What follows belongs to an exercise in optimizing a design on an open flow for small area and a short achievable clock period; a production flow would make more cautious choices. Where RTL was checked, it was by simulation tests only, not by an equivalence proof against the original. For run 2, only the layout was checked, not whether the RTL still works.

## flow/design.v (module list and top-level ports; edited modules follow where they fit)
// module fmul36_fa: 10 lines
// module fmul36_fa1: 9 lines
// module fmul36_ha: 9 lines
// module fmul36: 1355 lines
module fmul36 (
    input  wire        clk,
    input  wire        rst,
    input  wire        in_valid,
    input  wire [35:0] a,
    input  wire [35:0] b,
    input  wire [2:0]  rm,
    input  wire        ftz,
    output reg         out_valid,
    output reg  [35:0] result,
    output reg         iv,
    output reg         of,
    output reg         uf,
    output reg         nx
);
  // ...
==> flow/flow/run.sh <==
#!/bin/bash
# The standard layout (bash standard.sh: the standard synthesis and ORFS
# from floorplan to finish), with every port buffered by buf_2 instead of
# the buffer buffer_ports picks by default.
set -euo pipefail
export BUFFER_PORTS_ARGS="-buffer_cell sky130_fd_sc_hd__buf_2"
bash standard.sh > standard.log 2>&1
==> flow/standard.sh <==
#!/bin/bash
# synth_recipe.tcl (not shown) runs the flow's synth.tcl, then flattens the netlist and writes it again
# the make line also repeats each setting of config.mk as NAME=value (left out here)
make -C /OpenROAD-flow-scripts/flow DESIGN_CONFIG=/design/flow/config.mk WORK_HOME=/design/flow/orfs CLKGATE_MAP_FILE= SYNTH_SCRIPT=/design/flow/synth_recipe.tcl "${@:-finish}"
==> flow/config.mk <==
export PLATFORM = sky130hd
export DESIGN_NAME = fmul36
export DESIGN_NICKNAME = fmul36
export VERILOG_FILES = /design/flow/design.v
export SDC_FILE = /design/flow/constraint.sdc
export NUM_CORES = 4
export LEC_CHECK = 0
export CAP_MARGIN = 20
export CORE_MARGIN = 2
export CORE_UTILIZATION = 40
export CTS_CLUSTER_DIAMETER = 100
export CTS_CLUSTER_SIZE = 24
export SLEW_MARGIN = 60
export SYNTH_HIERARCHICAL = 1
export SYNTH_MINIMUM_KEEP_SIZE = 0
==> flow/constraint.sdc <==
create_clock -name core_clock -period 16.5 [get_ports {clk}]
set_input_delay 3.3000 -clock core_clock [delete_from_list [all_inputs] [get_ports {clk}]]
set_output_delay 3.3000 -clock core_clock [all_outputs]
set_load 0.01 [all_outputs]
==> results.sh, run 1 <==
export IMPL_reg_largest_list="csa_r (54), csb_r (53), w3 (37)"
export IMPL_drt_first_pass_iters=5
export IMPL_crit_path_end_kind="output port"
export IMPL_arrival_ns=1.04
export IMPL_largest_reg_flops=54
export IMPL_post_dp_hpwl_mm=68.3
export IMPL_die_height_um=286
export IMPL_synth_edf_count=0
export IMPL_power_top_group="combinational cells"
export IMPL_cts_tree="built"
export IMPL_p_sw_frac=0.472
export IMPL_drc=0
export IMPL_gr_usage_met2=0.365
export IMPL_synth_adder_area_share=0.267
export IMPL_finalSetupViolCount=0
export IMPL_hold_path_cell_count=0
export IMPL_p_clk_mw=0.642
export IMPL_hold_ws_ns=0.329
export IMPL_highest_layer="met4"
export IMPL_core_area_um2=78700
export IMPL_status="complete, no violations"
export IMPL_busiest_layer="met2"
export IMPL_inv_count=196
export IMPL_multi_input_area_share=0.645
export IMPL_fin_tns_setup_ns=0
==> inputs of run 2 (changes only) <==
--- a/flow/design.v
+++ b/flow/design.v
@@ -41,19 +41,16 @@
     output reg         uf,
     output reg         nx
 );
     reg        v1;
     reg [35:0] a1;           
     reg [9:0]  b1;           
     reg        az1, bz1;     
     reg        ah1;          
-    reg        bq1;          
-    reg [3:0]  bgz1;
-    reg [9:0]  bgh1, bgl1;
     reg [2:0]  rm1;
     reg        ftz1;
     reg [13:0] bone1, btwo1;     
     reg [12:0] bneg1;
     function automatic [4:0] pos32(input [31:0] x, input hi);
         reg [15:0] v1; reg [15:0] p1;
         reg [7:0]  v2; reg [15:0] p2;
         reg [3:0]  v3; reg [11:0] p3;
@@ -88,46 +85,26 @@
     wire [28:0] bxi = {1'b0, b[34:26] != 9'd0, b[25:0], 1'b0};
     reg  [13:0] bone_i, btwo_i, bneg_i;
     integer bk;
     always @(*) begin
         for (bk = 0; bk < 14; bk = bk + 1) begin
             bone_i[bk] = bxi[2 * bk + 1] ^ bxi[2 * bk];
             btwo_i[bk] = (bxi[2 * bk + 2] & !bxi[2 * bk + 1] & !bxi[2 * bk]) |
                          (!bxi[2 * bk + 2] & bxi[2 * bk + 1] & bxi[2 * bk]);
-            bneg_i[bk] = bxi[2 * bk + 2] & !(bxi[2 * bk + 1] & bxi[2 * bk]);
+            bneg_i[bk] = bxi[2 * bk + 2];
         end
     end
-    function automatic [2:0] hi8(input [7:0] x);
-        integer k;
-        begin
-            hi8 = 3'd0;
-            for (k = 0; k < 8; k = k + 1)
-                if (x[k]) hi8 = k[2:0];
-        end
-    endfunction
-    function automatic [2:0] lo8(input [7:0] x);
-        integer k;
-        begin
-            lo8 = 3'd0;
-            for (k = 7; k >= 0; k = k - 1)
-                if (x[k]) lo8 = k[2:0];
-        end
-    endfunction
     always @(posedge clk) begin
         if (rst)
             v1 <= 1'b0;
         else
             v1 <= in_valid;
         a1   <= {a[35:27], a[26] | (a[34:26] == 9'd0), ~a[25:0]};
         b1   <= {b[35:27], b[26] | (b[34:26] == 9'd0)};
-        bgz1 <= {b[25:24] != 2'd0, b[23:16] != 8'd0, b[15:8] != 8'd0, b[7:0] != 8'd0};
-        bgh1 <= {b[25], hi8(b[23:16]), hi8(b[15:8]), hi8(b[7:0])};
-        bgl1 <= {!b[24], lo8(b[23:16]), lo8(b[15:8]), lo8(b[7:0])};
-        bq1  <= b[25];
         az1  <= (a[34:26] == 9'd0);
         ah1  <= (a[34:26] != 9'd0);
         bz1  <= (b[34:26] == 9'd0);
         rm1  <= rm;
         ftz1 <= ftz;
         bone1 <= bone_i;
         btwo1 <= btwo_i;
         bneg1 <= bneg_i[12:0];
@@ -138,66 +115,149 @@
     wire [8:0]  eb = b1[8:0];
     wire [25:0] fan = a1[25:0];
     wire [25:0] fa = ~fan;
     wire a_sub  = az1;
     wire b_sub  = bz1;
     wire a_max  = (ea == 9'h1FF);
     wire b_max  = (eb == 9'h1FF);
     wire a_fnz  = (fa != 26'd0);
-    wire b_fnz  = |bgz1;
+    wire [25:0] fb;
+    genvar gf;
+    generate
+        for (gf = 0; gf < 13; gf = gf + 1) begin : g_fb
+            assign fb[2 * gf + 1] = bneg1[gf];
+            if (gf == 0) begin : g_f0
+                assign fb[0] = bone1[0];
+            end else begin : g_fk
+                assign fb[2 * gf] = bone1[gf] ^ bneg1[gf - 1];
+            end
+        end
+    endgenerate
+    wire b_fnz  = (fb != 26'd0);
     wire a_nan  = a_max & a_fnz;
     wire b_nan  = b_max & b_fnz;
     wire a_inf  = a_max & !a_fnz;
     wire b_inf  = b_max & !b_fnz;
     wire a_zero = a_sub & (!a_fnz | ftz1);
     wire b_zero = b_sub & (!b_fnz | ftz1);
     wire inv0   = (a_inf & b_zero) | (b_inf & a_zero);
     wire s      = sa ^ sb;
     wire sp     = a_nan | b_nan | a_inf | b_inf | a_zero | b_zero;
     wire sp_nan = a_nan | b_nan | inv0;
     wire sp_inf = a_inf | b_inf;
-    wire sp_iv  = (a_nan & !fa[25]) | (b_nan & !bq1) | inv0;
+    wire sp_iv  = (a_nan & !fa[25]) | (b_nan & !fb[25]) | inv0;
     wire [1:0] spc = {sp_nan, sp_nan ? sp_iv : sp_inf};
     wire       sr  = s & !sp_nan;
     reg [1:0] rc;
     reg       ovf_inf;
     always @(*) begin
         case (rm1)
             3'd0:    begin rc = 2'd2;             ovf_inf = 1'b1; end
             3'd1:    begin rc = 2'd0;             ovf_inf = 1'b0; end
             3'd2:    begin rc = {1'b0, !s};       ovf_inf = !s;   end
             3'd3:    begin rc = {1'b0, s};        ovf_inf = s;    end
             3'd4:    begin rc = 2'd3;             ovf_inf = 1'b1; end
             default: begin rc = 2'd3;             ovf_inf = 1'b0; end
         endcase
     end
     wire [26:0] ma = {!a_sub, fa};
     wire [4:0] msa = pos32({5'd0, ma}, 1'b1);
-    wire [4:0] bms = bgz1[3] ? {4'd12, bgh1[9]} : bgz1[2] ? {2'd2, bgh1[8:6]} :
-                     bgz1[1] ? {2'd1, bgh1[5:3]} : {2'd0, bgh1[2:0]};
-    wire [4:0] btz = bgz1[0] ? {2'd0, bgl1[2:0]} : bgz1[1] ? {2'd1, bgl1[5:3]} :
-                     bgz1[2] ? {2'd2, bgl1[8:6]} : {4'd12, bgl1[9]};
+    wire [4:0] bms = pos32({6'd0, fb}, 1'b1);
+    wire [4:0] btz = pos32({6'd0, fb}, 1'b0);
     wire [4:0] msb = b_sub ? bms : 5'd26;
     wire [4:0] tza = pos32({5'd0, ma}, 1'b0);
     wire [4:0] tzb = b_fnz ? btz : 5'd26;
     wire [9:0] xa = {1'b0, ea};
     wire [9:0] xb = {1'b0, eb};
-    wire [9:0] xs = xa + xb;
-    wire [5:0] tzs = {1'b0, tza} + {1'b0, tzb};
+    wire [9:0] xs;
+    wire [9:0] xg = xa & xb;
+    wire [9:0] xp = xa ^ xb;
+    wire [5:0] xsn = ~xs[5:0];
+    wire [5:0] ktl;
+    wire       dneg;
     wire [4:0]  k0   = a_sub ? msa : msb;
-    wire [8:0]  eo   = a_sub ? eb : ea;
-    wire [4:0]  th   = 5'd25 - eo[4:0];
-    wire        eo_mid = eo[8] & (eo[7:0] <= 8'd25);
-    wire        dneg_n = !xs[9] & !xs[8];
-    wire        dneg_s = !eo[8] | (eo_mid & (k0 < th));
-    wire        dneg = (a_sub & b_sub) | ((a_sub ^ b_sub) ? dneg_s : dneg_n);
-    wire        kbig = (xs < 10'd219);
-    wire [5:0]  ktl  = 6'd26 - xs[5:0];
-    wire [5:0]  ks   = !dneg ? {1'b0, k0} : (kbig ? 6'd63 : ktl);
+    wire [5:0]  ktc  = (xs >= 10'd282) ? 6'd0 : (xs <= 10'd219) ? 6'd63 : ktl;
+    wire [5:0]  k0e  = {1'b0, k0};
+    wire xsa_g0 = xg[1] | (xp[1] & xg[0]);
+    wire xsa_p0 = xp[1] & xp[0];
+    wire xsa_g1 = xg[3] | (xp[3] & xg[2]);
+    wire xsa_p1 = xp[3] & xp[2];
+    wire xsa_g2 = xg[5] | (xp[5] & xg[4]);
+    wire xsa_p2 = xp[5] & xp[4];
+    wire xsa_g3 = xg[7] | (xp[7] & xg[6]);
+    wire xsa_p3 = xp[7] & xp[6];
+    wire xsa_g4 = xg[9] | (xp[9] & xg[8]);
+    wire xsa_p4 = xp[9] & xp[8];
+    wire xsa_g5 = xg[2] | (xp[2] & xsa_g0);
+    wire xsa_p5 = xp[2] & xsa_p0;
+    wire xsa_g6 = xsa_g1 | (xsa_p1 & xsa_g0);
+    wire xsa_p6 = xsa_p1 & xsa_p0;
+    wire xsa_g7 = xg[6] | (xp[6] & xsa_g2);
+    wire xsa_p7 = xp[6] & xsa_p2;
+    wire xsa_g8 = xsa_g3 | (xsa_p3 & xsa_g2);
+    wire xsa_p8 = xsa_p3 & xsa_p2;
+    wire xsa_g9 = xg[4] | (xp[4] & xsa_g6);
+    wire xsa_p9 = xp[4] & xsa_p6;
+    wire xsa_g10 = xsa_g2 | (xsa_p2 & xsa_g6);
+    wire xsa_p10 = xsa_p2 & xsa_p6;
+    wire xsa_g11 = xsa_g7 | (xsa_p7 & xsa_g6);
+    wire xsa_p11 = xsa_p7 & xsa_p6;
+    wire xsa_g12 = xsa_g8 | (xsa_p8 & xsa_g6);
+    wire xsa_p12 = xsa_p8 & xsa_p6;
+    wire xsa_g13 = xg[8] | (xp[8] & xsa_g12);
+    wire xsa_p13 = xp[8] & xsa_p12;
+    wire xsa_g14 = xsa_g4 | (xsa_p4 & xsa_g12);
+    wire xsa_p14 = xsa_p4 & xsa_p12;
+    assign xs[0] = xp[0];
+    assign xs[1] = xp[1] ^ xg[0];
+    assign xs[2] = xp[2] ^ xsa_g0;
+    assign xs[3] = xp[3] ^ xsa_g5;
+    assign xs[4] = xp[4] ^ xsa_g6;
+    assign xs[5] = xp[5] ^ xsa_g9;
+    assign xs[6] = xp[6] ^ xsa_g10;
+    assign xs[7] = xp[7] ^ xsa_g11;
+    assign xs[8] = xp[8] ^ xsa_g12;
+    assign xs[9] = xp[9] ^ xsa_g13;
+    wire kta_g0 = xsn[1] | (xs[1] & xsn[0]);
+    wire kta_p0 = xs[1] & xs[0];
+    wire kta_g1 = xsn[3] | (xs[3] & 1'b0);
+    wire kta_p1 = xs[3] & xsn[2];
+    wire kta_g2 = 1'b0 | (xsn[5] & xsn[4]);
+    wire kta_p2 = xsn[5] & xs[4];
+    wire kta_g3 = 1'b0 | (xsn[2] & kta_g0);
+    wire kta_p3 = xsn[2] & kta_p0;
+    wire kta_g4 = kta_g1 | (kta_p1 & kta_g0);
+    wire kta_p4 = kta_p1 & kta_p0;
+    wire kta_g5 = xsn[4] | (xs[4] & kta_g4);
+    wire kta_p5 = xs[4] & kta_p4;
+    wire kta_g6 = kta_g2 | (kta_p2 & kta_g4);
+    wire kta_p6 = kta_p2 & kta_p4;
+    assign ktl[0] = xs[0];
+    assign ktl[1] = xs[1] ^ xsn[0];
+    assign ktl[2] = xsn[2] ^ kta_g0;
+    assign ktl[3] = xs[3] ^ kta_g3;
+    assign ktl[4] = xs[4] ^ kta_g4;
+    assign ktl[5] = xsn[5] ^ kta_g5;
+    wire kgt_g0 = (ktc[1] & !k0e[1]) | ((ktc[1] ^ !k0e[1]) & (ktc[0] & !k0e[0]));
+    wire kgt_p0 = (ktc[1] ^ !k0e[1]) & (ktc[0] ^ !k0e[0]);
+    wire kgt_g1 = (ktc[3] & !k0e[3]) | ((ktc[3] ^ !k0e[3]) & (ktc[2] & !k0e[2]));
+    wire kgt_p1 = (ktc[3] ^ !k0e[3]) & (ktc[2] ^ !k0e[2]);
+    wire kgt_g2 = (ktc[5] & !k0e[5]) | ((ktc[5] ^ !k0e[5]) & (ktc[4] & !k0e[4]));
+    wire kgt_p2 = (ktc[5] ^ !k0e[5]) & (ktc[4] ^ !k0e[4]);
+    wire kgt_g3 = (ktc[2] & !k0e[2]) | ((ktc[2] ^ !k0e[2]) & kgt_g0);
+    wire kgt_p3 = (ktc[2] ^ !k0e[2]) & kgt_p0;
+    wire kgt_g4 = kgt_g1 | (kgt_p1 & kgt_g0);
+    wire kgt_p4 = kgt_p1 & kgt_p0;
+    wire kgt_g5 = (ktc[4] & !k0e[4]) | ((ktc[4] ^ !k0e[4]) & kgt_g4);
+    wire kgt_p5 = (ktc[4] ^ !k0e[4]) & kgt_p4;
+    wire kgt_g6 = kgt_g2 | (kgt_p2 & kgt_g4);
+    wire kgt_p6 = kgt_p2 & kgt_p4;
+    assign dneg = kgt_g6;
+    wire [5:0]  ks   = dneg ? ktc : {1'b0, k0};
     wire [27:0]  ae0 = {1'b0, ah1, fa};
     wire [27:0]  ae1 = {ah1, fa, 1'b0};
     wire [391:0] bp;
     wire [13:0]  bneg, bnn;
     genvar gi, gj;
     generate
         for (gi = 0; gi < 14; gi = gi + 1) begin : g_bk
             wire one = bone1[gi];
@@ -586,17 +646,17 @@
     assign hc38 = bp[391];
     reg          v2;
     reg [54-1:0] csa_r;
     reg [53-1:0] csb_r;
     reg [9:0]    xs2;
     reg [4:0]    k0_2;
     reg          dneg2;
     reg [5:0]    ks2;
-    reg [5:0]    tzs2;
+    reg [4:0]    tza2, tzb2;
     reg          s2, ovf_inf2, ftz2;
     reg [1:0]    rc2;
     reg          sp2;
     reg [1:0]    spc2;
     always @(posedge clk) begin
         if (rst)
             v2 <= 1'b0;
         else
@@ -707,17 +767,18 @@
         csb_r[49] <= fs322;
         csb_r[50] <= fs323;
         csb_r[51] <= fs324;
         csb_r[52] <= hs38;
         xs2      <= xs;
         k0_2     <= k0;
         dneg2    <= dneg;
         ks2      <= ks;
-        tzs2     <= tzs;
+        tza2     <= tza;
+        tzb2     <= tzb;
         s2       <= sr;
         rc2      <= rc;
         ovf_inf2 <= ovf_inf;
         ftz2     <= ftz1;
         sp2      <= sp;
         spc2     <= spc;
     end
     wire [53:0] xr, yr;
@@ -1179,17 +1240,17 @@
     assign prod[50] = cp[50] ^ ca_g142;
     assign prod[51] = cp[51] ^ ca_g143;
     assign prod[52] = cp[52] ^ ca_g144;
     assign prod[53] = cp[53] ^ ca_g145;
     wire [11:0] d2   = {2'b00, xs2} + {7'd0, k0_2} - 12'd282;
     wire [9:0]  e1b  = dneg2 ? 10'd0 : d2[9:0];
     wire        dn1  = (d2 == 12'hFFF);
     wire        dn2  = (d2 == 12'hFFE);
-    wire        st2  = ({1'b0, tzs2} + 7'd2 < {1'b0, ks2});
+    wire        st2  = ({2'b00, tza2} + {2'b00, tzb2} + 7'd2 < {1'b0, ks2});
     wire [55:0] q    = {prod, 2'b00};
     wire [55:0] qs   = q >> {ks2[5:3], 3'b000};
     reg          v3;
     reg [36:0]   w3;
     reg [2:0]    ks3;
     reg [9:0]    e1b3;
     reg          dneg3, dn1_3, dn2_3, st2_3;
     reg          s3, ovf_inf3, ftz3;
==> results.sh, run 2 <==
export IMPL_status="complete, no violations"
export IMPL_drive_above_1_share=0.102
export IMPL_synth_adder_area_share=0.267
export IMPL_grt_start_max_net_pins=49
export IMPL_nNetsFinal=3750
export IMPL_synth_area_um2=31300
export IMPL_crit_fanout=7
export IMPL_period_minus_slack_ns=4.86
export IMPL_port_buffers=119
export IMPL_numCtsBuffers=23
export IMPL_arrival_ns=5.39
export IMPL_die_height_um=284
export IMPL_placed_cells=4214
export IMPL_drt_first_pass_iters=6
export IMPL_antenna_found_initial=0
export IMPL_drc=0
export IMPL_power_density_nw_per_um2=210
export IMPL_io_pins=120
export IMPL_clock_sinks=394
export IMPL_reg_largest_list="csa_r (54), csb_r (53), w3 (37)"
export IMPL_root_buffer="clkbuf_16"
export IMPL_worst_clock_skew_ns=0.0153
export IMPL_synthDistinctLibCells=86
export IMPL_synthMuxAreaShare=0.0446
export IMPL_synthArstFlopShare=0
export IMPL_slowest_delay_ns=0.45
export IMPL_die_area_um2=80600
export IMPL_start_util=0.404
export IMPL_n_antenna_cell=0
export IMPL_synth_main_ff_cell="dfxtp_1"
export IMPL_post_dp_hpwl_mm=67.8
export IMPL_path_clk_slew_ns=0.10
export IMPL_cts_tree="built"
export IMPL_fin_area_um2=33700
export IMPL_postRouteAntennaNets=0
export IMPL_row_count=102
export IMPL_critPathKind="flip-flop to flip-flop"
export IMPL_slowest_stage="fa_1"
export IMPL_layoutNonFillerInstCount=4252
export IMPL_placed_area_um2=32900
export IMPL_cts_resized=0
export IMPL_rsz0062_at_grt="false"
export IMPL_wl_per_cell_um=22.9
export IMPL_dr_total_vias=24872
export IMPL_insertion_delay_ns=0.60
export IMPL_post_cts_setup_buffers=0
export IMPL_slew_headroom=0.600
export IMPL_via_per_inst=5.85
export IMPL_crit_chain="ha_1, fa_1, a21o_1, a21o_1, inv_1, o21ai_0, a21oi_1, fa_1, inv_1, nand3_1, nor3_1, o21ai_0, o311ai_4, a21oi_1, ha_1, a21o_1, a21o_1, a21oi_1, and3_1, o31ai_4, a21bo_2, a22o_1"
export IMPL_htree_levels=1
export IMPL_crit_path_end_kind="flip-flop"
export IMPL_synth_top_cell_area_share=0.252
export IMPL_crit_buf_inv=2
export IMPL_die_width_um=284
export IMPL_wirelength_mm=97.4
export IMPL_worstPathRequired_ns=17.03
export IMPL_syn_area_per_cell_um2=9.68
export IMPL_synth_edf_count=0
export IMPL_ys_seq_elements=394
export IMPL_finalCritPeriodShare=0.295
export IMPL_slew_viol_final=0
export IMPL_synthSimpleGateAreaFrac=0.0881
export IMPL_synth_top_family_by_area="adder cells"
export IMPL_synthTopCellsByArea="dfxtp_1 25%, fa_1 21%, xnor2_1 12%"
export IMPL_ctsHoldBuffers=0
export IMPL_worst_pin_slew_ns=0.600
export IMPL_syn_inst=3236
export IMPL_syn_num_nets=3786
export IMPL_gp_congestion=0.935
export IMPL_synthXorXnorAreaFrac=0.133
export IMPL_max_cap_viol_count=0
export IMPL_layout_commonest_cell="xnor2_1"
export IMPL_hold_path_class="flip-flop to flip-flop"
export IMPL_core_area_um2=77500
export IMPL_crit_family="compound AO/OA/AOI/OAI gates"
export IMPL_synth_top_area_cell="dfxtp_1"
export IMPL_path_common_cell="a21o_1"
export IMPL_syn_to_final_growth_pct=7.60
export IMPL_p_leak_nw=13.2
export IMPL_start_kind="flip-flop"
export IMPL_ys_seq_area_frac=0.252
export IMPL_synth_compound_area_frac=0.164
export IMPL_drtIter0Drc=2431
export IMPL_power_total_mw=7.07
export IMPL_ir_worst_vdd_uv=114
export IMPL_finalSetupViolCount=0
export IMPL_grt_usage=0.236
export IMPL_fin_tns_setup_ns=0
export IMPL_clockBufferDepth=3
export IMPL_mostFrequentLayoutCells="424 x xnor2_1, 372 x dfxtp_1, 361 x o22ai_1"
export IMPL_largest_reg_flops=54
export IMPL_synth_most_common_cell="xnor2_1"
export IMPL_hold_violations=0
export IMPL_grt_pass1_wl_mm=148
export IMPL_clock_fmax_mhz=206
export IMPL_synth_commonest_cells="425 x xnor2_1, 394 x dfxtp_1, 361 x o22ai_1"
export IMPL_grt_pass1_vias=24671
export IMPL_top_register="csa_r"
export IMPL_yosysWarningCount=7
export IMPL_grt_ovfl_total=0
run 2: area by class of cell:
cell class,instances,area [µm²]
Fill cell,7563,43800
Multi-Input combinational cell,2409,21900
Sequential cell,394,7940
Tap cell,1040,1300
Timing Repair Buffer,178,1080
Inverter,194,761
Clock buffer,27,601
Clock inverter,10,126
run 2: metal layers:
layer | vias to the layer above | GRT usage | share of wire
li1 | 11244 | - | -
met1 | 11959 | 0.307 | 0.40
met2 | 1388 | 0.376 | 0.45
met3 | 281 | 0.0604 | 0.11
met4 | 0 | 0.0868 | 0.041
met5 | - | 0 | 0
run 2: per-stage QoR:
stage                     setup slack, ns  utilization  hold slack (ns)
after floorplan                     11.96            -            0.310
after global placement              11.31        0.423            0.310
after detailed placement            11.68        0.425            0.312
after CTS                           11.63        0.434            0.332
after global routing                11.25        0.435            0.343
final                               11.64        0.435            0.329
run 2: report_power, final:
part           switching, mW  total, mW  internal [mW]
combinational           2.80       4.89           2.09
sequential             0.203       1.55           1.35
clock                  0.347      0.620          0.274
run 2: path summary, 6_finish.rpt:
path,from,endpoint,slack (ns),cells past startpoint
setup / recovery,a1[26]$_DFF_P_,ks2[3]$_DFF_P_,11.64,22
hold / removal,sp3$_DFF_P_,sp4$_DFF_P_,0.33,0
setup reg to reg,a1[26]$_DFF_P_,ks2[3]$_DFF_P_,11.64,22
hold reg to reg,sp3$_DFF_P_,sp4$_DFF_P_,0.33,0
run 2: cells by family (layout without fill, tap and decap cells):
kind of cell             after synthesis  in the layout
other                                  1              1
XOR/XNOR                             474            474
AND/OR/NAND/NOR                      561            561
buffers and inverters                433            409
adder cells (fa/ha/maj)              471            471
flip-flops                           394            394
multiplexers                         112            112
AO/OA/AOI/OAI                        790            790
run 2: Yosys stat by module (local to each module, per instance):
module,flip-flops and latches,times used
fmul36,394,1
fmul36_fa1,0,8
fmul36_fa,0,317
fmul36_ha,0,33
run 2: worst register-to-register path, stage by stage (launching register included):
cell,delay [ns]
dfxtp_1,0.33
ha_1,0.20
fa_1,0.39
a21o_1,0.19
a21o_1,0.21
inv_1,0.09
o21ai_0,0.10
a21oi_1,0.18
fa_1,0.45
inv_1,0.10
nand3_1,0.07
nor3_1,0.12
o21ai_0,0.16
o311ai_4,0.40
a21oi_1,0.13
ha_1,0.32
a21o_1,0.16
a21o_1,0.17
a21oi_1,0.24
and3_1,0.28
o31ai_4,0.12
a21bo_2,0.26
a22o_1,0.13

-- afterwards: timing with drivers on the ports --
In the flow no input, the clock included, has a driving cell. The finished layouts below were timed again as built, in two steps. Step 1 assumes that a clkbuf_16 drives the clock port and a buf_2 every other input. Step 2 also shifts input and output timing later by t, the mid clock arrival at the registers, as if the neighbouring blocks saw the same clock. Slacks: ideal ports / drivers / drivers and shift; pairs: ideal ports / drivers.
run	t, ns	slack for setup (ns)	worst setup path at the end	latest minus earliest clock arrival (ns)	worst slew at a driven data input, ns
run 1	0.651	12.156 / 12.093 / 12.148	input to register	0.022 / 0.021	0.04
run 2	0.655	11.636 / 11.636 / 11.636	register to register	0.017 / 0.016	0.05
After both steps setup and hold are still met in every run listed. The setup slack of run 1, which loses most, moves by -0.063 ns with the drivers and by -0.008 ns with both steps.
